Source: an optimization exercise on an open RTL-to-GDS flow (aim: small area, a short achievable clock period and few clock cycles per item). Production flows keep margins and buffers that such runs may drop.
The RTL was checked by simulation tests, not by an equivalence proof against the original design.

<file path="flow/run.sh">
#!/bin/bash
# synth_recipe.tcl (not shown) runs the flow's synth.tcl, then flattens the netlist and writes it again
# the make line also repeats each setting of config.mk as NAME=value (left out here)
make -C /OpenROAD-flow-scripts/flow DESIGN_CONFIG=/design/flow/config.mk WORK_HOME=/design/flow/orfs CLKGATE_MAP_FILE= SYNTH_SCRIPT=/design/flow/synth_recipe.tcl finish
</file>
<file path="flow/constraint.sdc">
create_clock -name core_clock -period 28.0 [get_ports {clk}]
set_input_delay 5.6000 -clock core_clock [delete_from_list [all_inputs] [get_ports {clk}]]
set_output_delay 5.6000 -clock core_clock [all_outputs]
set_load 0.01 [all_outputs]
</file>
<file path="flow/design.v">
module fma32 (
    input  wire        clk,
    input  wire        rst,
    input  wire        in_valid,
    output wire        in_ready,
    input  wire [31:0] a,
    input  wire [31:0] b,
    input  wire [31:0] c,
    output reg         out_valid,
    output reg  [31:0] d
);
    assign in_ready = 1'b1;
    reg        v1;
    reg [31:0] a1, b1, c1;
    always @(posedge clk) begin
        if (rst) begin
            v1 <= 1'b0;
        end else begin
            v1 <= in_valid;
        end
        if (in_valid) begin
            a1 <= a;
            b1 <= b;
            c1 <= c;
        end
    end
    wire        sa = a1[31];
    wire        sb = b1[31];
    wire        sc = c1[31];
    wire [7:0]  ea = a1[30:23];
    wire [7:0]  eb = b1[30:23];
    wire [7:0]  ec = c1[30:23];
    wire [22:0] fa = a1[22:0];
    wire [22:0] fb = b1[22:0];
    wire [22:0] fc = c1[22:0];
    wire a_nan  = (ea == 8'hFF) && (fa != 23'd0);
    wire b_nan  = (eb == 8'hFF) && (fb != 23'd0);
    wire c_nan  = (ec == 8'hFF) && (fc != 23'd0);
    wire a_inf  = (ea == 8'hFF) && (fa == 23'd0);
    wire b_inf  = (eb == 8'hFF) && (fb == 23'd0);
    wire c_inf  = (ec == 8'hFF) && (fc == 23'd0);
    wire a_zero = (ea == 8'h00) && (fa == 23'd0);
    wire b_zero = (eb == 8'h00) && (fb == 23'd0);
    wire c_zero = (ec == 8'h00) && (fc == 23'd0);
    wire sp = sa ^ sb;                        
    wire [23:0] ma = {(ea != 8'd0), fa};
    wire [23:0] mb = {(eb != 8'd0), fb};
    wire [23:0] mc = {(ec != 8'd0), fc};
    wire [9:0]  xa = (ea == 8'd0) ? 10'd1 : {2'b00, ea};
    wire [9:0]  xb = (eb == 8'd0) ? 10'd1 : {2'b00, eb};
    wire [9:0]  xc = (ec == 8'd0) ? 10'd1 : {2'b00, ec};
    wire [47:0] prod = ma * mb;
    wire signed [11:0] sh_raw  = $signed({2'b00, xa}) + $signed({2'b00, xb})
                               - $signed({2'b00, xc}) - 12'sd98;
    wire               clamped = sh_raw[11];
    wire        [6:0]  sh      = clamped ? 7'd0
                               : (sh_raw > 12'sd80) ? 7'd80 : sh_raw[6:0];
    wire signed [11:0] base = clamped ? ($signed({2'b00, xc}) - 12'sd202)
                                      : ($signed({2'b00, xa}) + $signed({2'b00, xb}) - 12'sd300);
    wire [158:0] c_wide    = {mc, 135'd0} >> sh;         
    wire [78:0]  c_al      = {c_wide[158:81], |c_wide[80:0]};
    wire [78:0]  p_al      = {28'd0, prod, 3'd0};
    wire [80:0] c_s = sc ? -{2'b00, c_al} : {2'b00, c_al};
    wire [80:0] p_s = sp ? -{2'b00, p_al} : {2'b00, p_al};
    wire [80:0] sum = c_s + p_s;
    wire        rs  = sum[80];
    wire [80:0] sum_abs = rs ? -sum : sum;
    wire [78:0] mag = sum_abs[78:0];
    reg [6:0] lead;
    integer i;
    always @(*) begin
        lead = 7'd0;
        for (i = 0; i < 79; i = i + 1)
            if (mag[i]) lead = i[6:0];
    end
    wire signed [11:0] k     = -12'sd123 - base;
    wire signed [11:0] lead_s = {5'd0, lead};
    wire               subn  = lead_s < k;
    wire signed [11:0] top   = subn ? k : lead_s;
    wire [6:0]  lsh = (top <= 12'sd78) ? (7'd78 - top[6:0]) : 7'd0;
    wire [11:0] rsh_full = top - 12'sd78;
    wire [6:0]  rsh = (top <= 12'sd78) ? 7'd0
                    : (rsh_full > 12'sd80) ? 7'd80 : rsh_full[6:0];
    wire [78:0]  t_l  = mag << lsh;
    wire [158:0] t_rw = {t_l, 80'd0} >> rsh;
    wire [78:0]  t    = t_rw[158:80];
    wire         rst_sticky = |t_rw[79:0];
    wire [23:0] sig    = t[78:55];
    wire        guard  = t[54];
    wire        sticky = (|t[53:0]) | rst_sticky;
    wire        rnd_up = guard & (sticky | sig[0]);
    wire [24:0] sig_r  = {1'b0, sig} + {24'd0, rnd_up};
    wire signed [11:0] em1_s = base + lead_s + 12'sd123;
    wire [10:0] em1 = subn ? 11'd0 : em1_s[10:0];
    wire [33:0] pk = {em1, 23'd0} + {9'd0, sig_r};
    wire        ovf = pk[33:23] >= 11'd255;
    wire [31:0] fin_res = ovf ? {rs, 8'hFF, 23'd0} : {rs, pk[30:0]};
    wire prod_inf = a_inf | b_inf;
    wire invalid  = a_nan | b_nan | c_nan
                  | (a_inf & b_zero) | (b_inf & a_zero)
                  | (prod_inf & c_inf & (sp != sc));
    wire prod_zero = a_zero | b_zero;
    reg [31:0] result;
    always @(*) begin
        if (invalid)
            result = 32'h7FC00000;
        else if (prod_inf)
            result = {sp, 8'hFF, 23'd0};
        else if (c_inf)
            result = c1;
        else if (prod_zero)
            result = c_zero ? {sp & sc, 31'd0} : c1;
        else if (mag == 79'd0)
            result = 32'd0;
        else
            result = fin_res;
    end
    always @(posedge clk) begin
        if (rst) begin
            out_valid <= 1'b0;
        end else begin
            out_valid <= v1;
        end
        if (v1) begin
            d <= result;
        end
    end
endmodule
</file>
<file path="flow/config.mk">
export PLATFORM = sky130hd
export DESIGN_NAME = fma32
export DESIGN_NICKNAME = fma32
export VERILOG_FILES = /design/flow/design.v
export SDC_FILE = /design/flow/constraint.sdc
export NUM_CORES = 4
export LEC_CHECK = 0
export CAP_MARGIN = 20
export CORE_MARGIN = 2
export CORE_UTILIZATION = 40
export SLEW_MARGIN = 20
</file>
==> run notes <==
-- cells by family after synthesis --
family	Yosys count	share of synthesized area (%)
and+or+nand+nor	3218	25.6
xor gates and xnor gates	344	4.90
DFF	130	6.28
other	1	0.00606
muxes	107	1.89
AOI/OAI and AO/OA	2688	31.0
adders and majority gates	793	22.0
buffers and inverters	1282	8.43
-- placed cells by master (no fill, tap or decap), drive strengths merged, types with 99 or more instances in the layout --
master	count
buf	1842
nand2	1038
inv	670
nor2	595
a21oi	524
o21ai	511
fa	487
ha	306
nand3	291
nor3	284
and2	277
xnor2	221
a211oi	159
o211ai	151
nand4	134
clkdlybuf4s50	130
edfxtp	128
xor2	123
a21o	117
a31oi	117
nor4	104
o22ai	99
-- worst max-delay path by stage --
stage	slack [ps]	to	cells after the start
after floorplan	1330	d[18]$_SDFFCE_PP0P_	117
after global placement	-510	d[1]$_SDFFCE_PP0P_	115
after detailed placement	-480	d[2]$_SDFFCE_PP0P_	116
after CTS	30	d[5]$_SDFFCE_PP0P_	121
after global routing	-170	d[1]$_SDFFCE_PP0P_	115
final	800	d[14]$_SDFFCE_PP0P_	110
-- area by class of cell --
type,instances,area share [%]
tap,2044,3.21
clock buffer,17,0.534
inverter,662,3.12
clock inverter,15,0.237
multi-input combinational,7151,68.0
sequential,130,4.88
timing repair buffer,1972,19.9
antenna,20,0.0629
-- flip-flops by register name, summed over array words and instances (netlist names) --
register	flops
c1	32
out_valid	1
a1	32
b1	32
v1	1
d	32
-- metrics by stage --
| step | instances | hold slack, ps |
|---|---|---|
| finish | 12011 | 802 |
| detailed placement | 11915 | 788 |
| global route | 12000 | 826 |
| global placement | 11914 | 789 |
| CTS | 11947 | 806 |
| floorplan | 8563 | 593 |
-- metal layers --
layer | vias to the layer above | wire length, microns | part of all wire [%] | GRT usage, %
met2 | 6293 | 168000 | 42 | 74.0
met5 | - | 360 | 0.090 | 0.938
met4 | 28 | 44100 | 11 | 41.6
met3 | 2013 | 50200 | 13 | 18.2
li1 | 34125 | - | - | -
met1 | 39106 | 138000 | 34 | 55.7
-- timing repair --
item / in CTS / in global routing
setup buffers: 0 / 36
gates resized for setup: 6 / 216
gates cloned: 0 / 0
pin swaps: 0 / 53
endpoints found under the setup margin: 31 / 31
-- worst reg2reg max path, delay by kind of cell (launching register included) --
| kind | cells | cell delay [ps] |
|---|---|---|
| AOI/OAI and AO/OA | 42 | 10230 |
| DFF | 1 | 430 |
| and+or+nand+nor | 38 | 9280 |
| adders and majority gates | 7 | 2320 |
| xor gates and xnor gates | 2 | 590 |
| buffers and inverters | 20 | 3700 |
| muxes | 1 | 400 |
==> impl_metrics.ini <==
[status]
status = no timing/DRC/antenna violations

[synthesis]
yosysMostFrequentCell = nand2_1
synthTopCellsByCount = nand2_1 (1037), inv_1 (660), nor2_1 (591)
synth-seq-cells = 130
synth.area.top_cells = fa_1 (16%), nand2_1 (6.3%), edfxtp_1 (6.2%)
async_flop_share_pct = 0
ys_seq_area_share_pct = 6.28
synth_edf_count = 128
ys_warn_count = 1
synthFlopType = edfxtp_1
synth_area_leader_cell = fa_1
synthDistinctLibCells = 138
synth.net_count = 9455
syn_area_per_cell_sq_um = 7.22
syn_inst = 8563
synth_area_sq_mm = 0.0618
yosysTopAreaCellShare_pct = 15.8

[clocking]
htreeDepth = 4
clock_path_buffers = 2
cts_buffers = 17
clkSinkCount = 130
hold_buffers = 0
clk_pin_slew_ps = 70
clk_latency_ps = 470
cts_tree = done
root_buffer = clkbuf_16

[worst_setup_path]
endpoint_kind = flop
crit_type = reg -> reg
critPathLaunchType = flop
path_buf_inv = 20
cp.arrival_ps = 27380
critical_path.max_stage_delay_ps = 1060
r2r-end = d[14]$_SDFFCE_PP0P_
crit_path_start = b1[23]$_DFFE_PP_
crit_fanout = 20
r2r-start = b1[23]$_DFFE_PP_
rrSetupSlack_ps = 800
path_common_cell = buf_4
worst_ep_required_time_ps = 28170
worst_path_max_delay_cell = o22ai_2
r2r_cells = 110
cp_top_family = compound AO/OA/AOI/OAI gates

[place]
io_buffer_count = 131
gp_congestion = 1.16
dp_hpwl_mm = 321
post_dp_cell_area_sq_mm = 0.0773
place_ws_ps = -484

[grt]
grt_pass1_wl_mm = 568
antenna_found_initial = 38
grt-ovfl-total = 0
grt.total_usage_pct = 49.4
grt_pass1_vias = 78720
grt_max_degree = 77

[floorplan]
boundaryPins = 133
die_w_microns = 397
die-area_sq_mm = 0.158
coreArea_sq_mm = 0.154
fp-row-count = 144
start_util_pct = 40.2
die_y_microns = 397

[layout]
final_core_util_pct = 51.7
final_area_sq_mm = 0.0796
drive_above_1_share_pct = 23.4
nFillCells = 15181
multi_input_area_sq_mm = 0.0542
synthToLayoutAreaGrowth_pct = 28.7
nets = 10826
ff_latch_area_sq_mm = 0.00388

[timing]
period_share_pct = 97.2
skew_ps = 19.0
slew_violations = 0
fin_ws_ps = 795
setup_viol = 0
worst_pin_slew_ps = 1350
slew_headroom_pct = 10.1
fin_crit_ps = 27200
fin_tns_setup_ps = 0
final_hold_viol_count = 0
fmax_ghz = 0.0368

[route]
drt_iter0_markers = 11712
first_pass_iters = 14
finalWirelength_mm = 401
post_drt_via_cell_ratio = 6.79
drc = 0
ant_nets = 0
wire_per_inst_microns = 33.4
via_count = 81565

[hold_path]
hp-class = reg -> reg
min_from = v1$_SDFF_PP0_
holdPathStages = 1
hold_end = d[30]$_SDFFCE_PP1P_

[job]
maxCapViolCount = 0
Testbench counts, summed over its fixed seeds: cycles 24,016, items 24,000.

-- static timing again, ports no longer ideal --
How much do the figures lean on ideal ports? The routed layout below was timed once more, with nothing changed but the port constraints. Step 1: set_driving_cell puts a clkbuf_16 on clk and a buf_2 on each other input, an assumption about the parent block. Step 2 also shifts input and output timing later by t, the mid clock arrival at the registers, as if the neighbouring blocks saw the same clock. a / b / c = ideal / step 1 / step 2; a / b = the first two.
t (ns): 0.528
slack for setup (ns): 0.795 / 0.795 / 0.795
worst hold slack (ns): 0.802 / 0.802 / 0.802
After both steps setup and hold are still met in this run. The setup slack of this run moves by 0.000 ns with the drivers and by 0.000 ns with both steps.
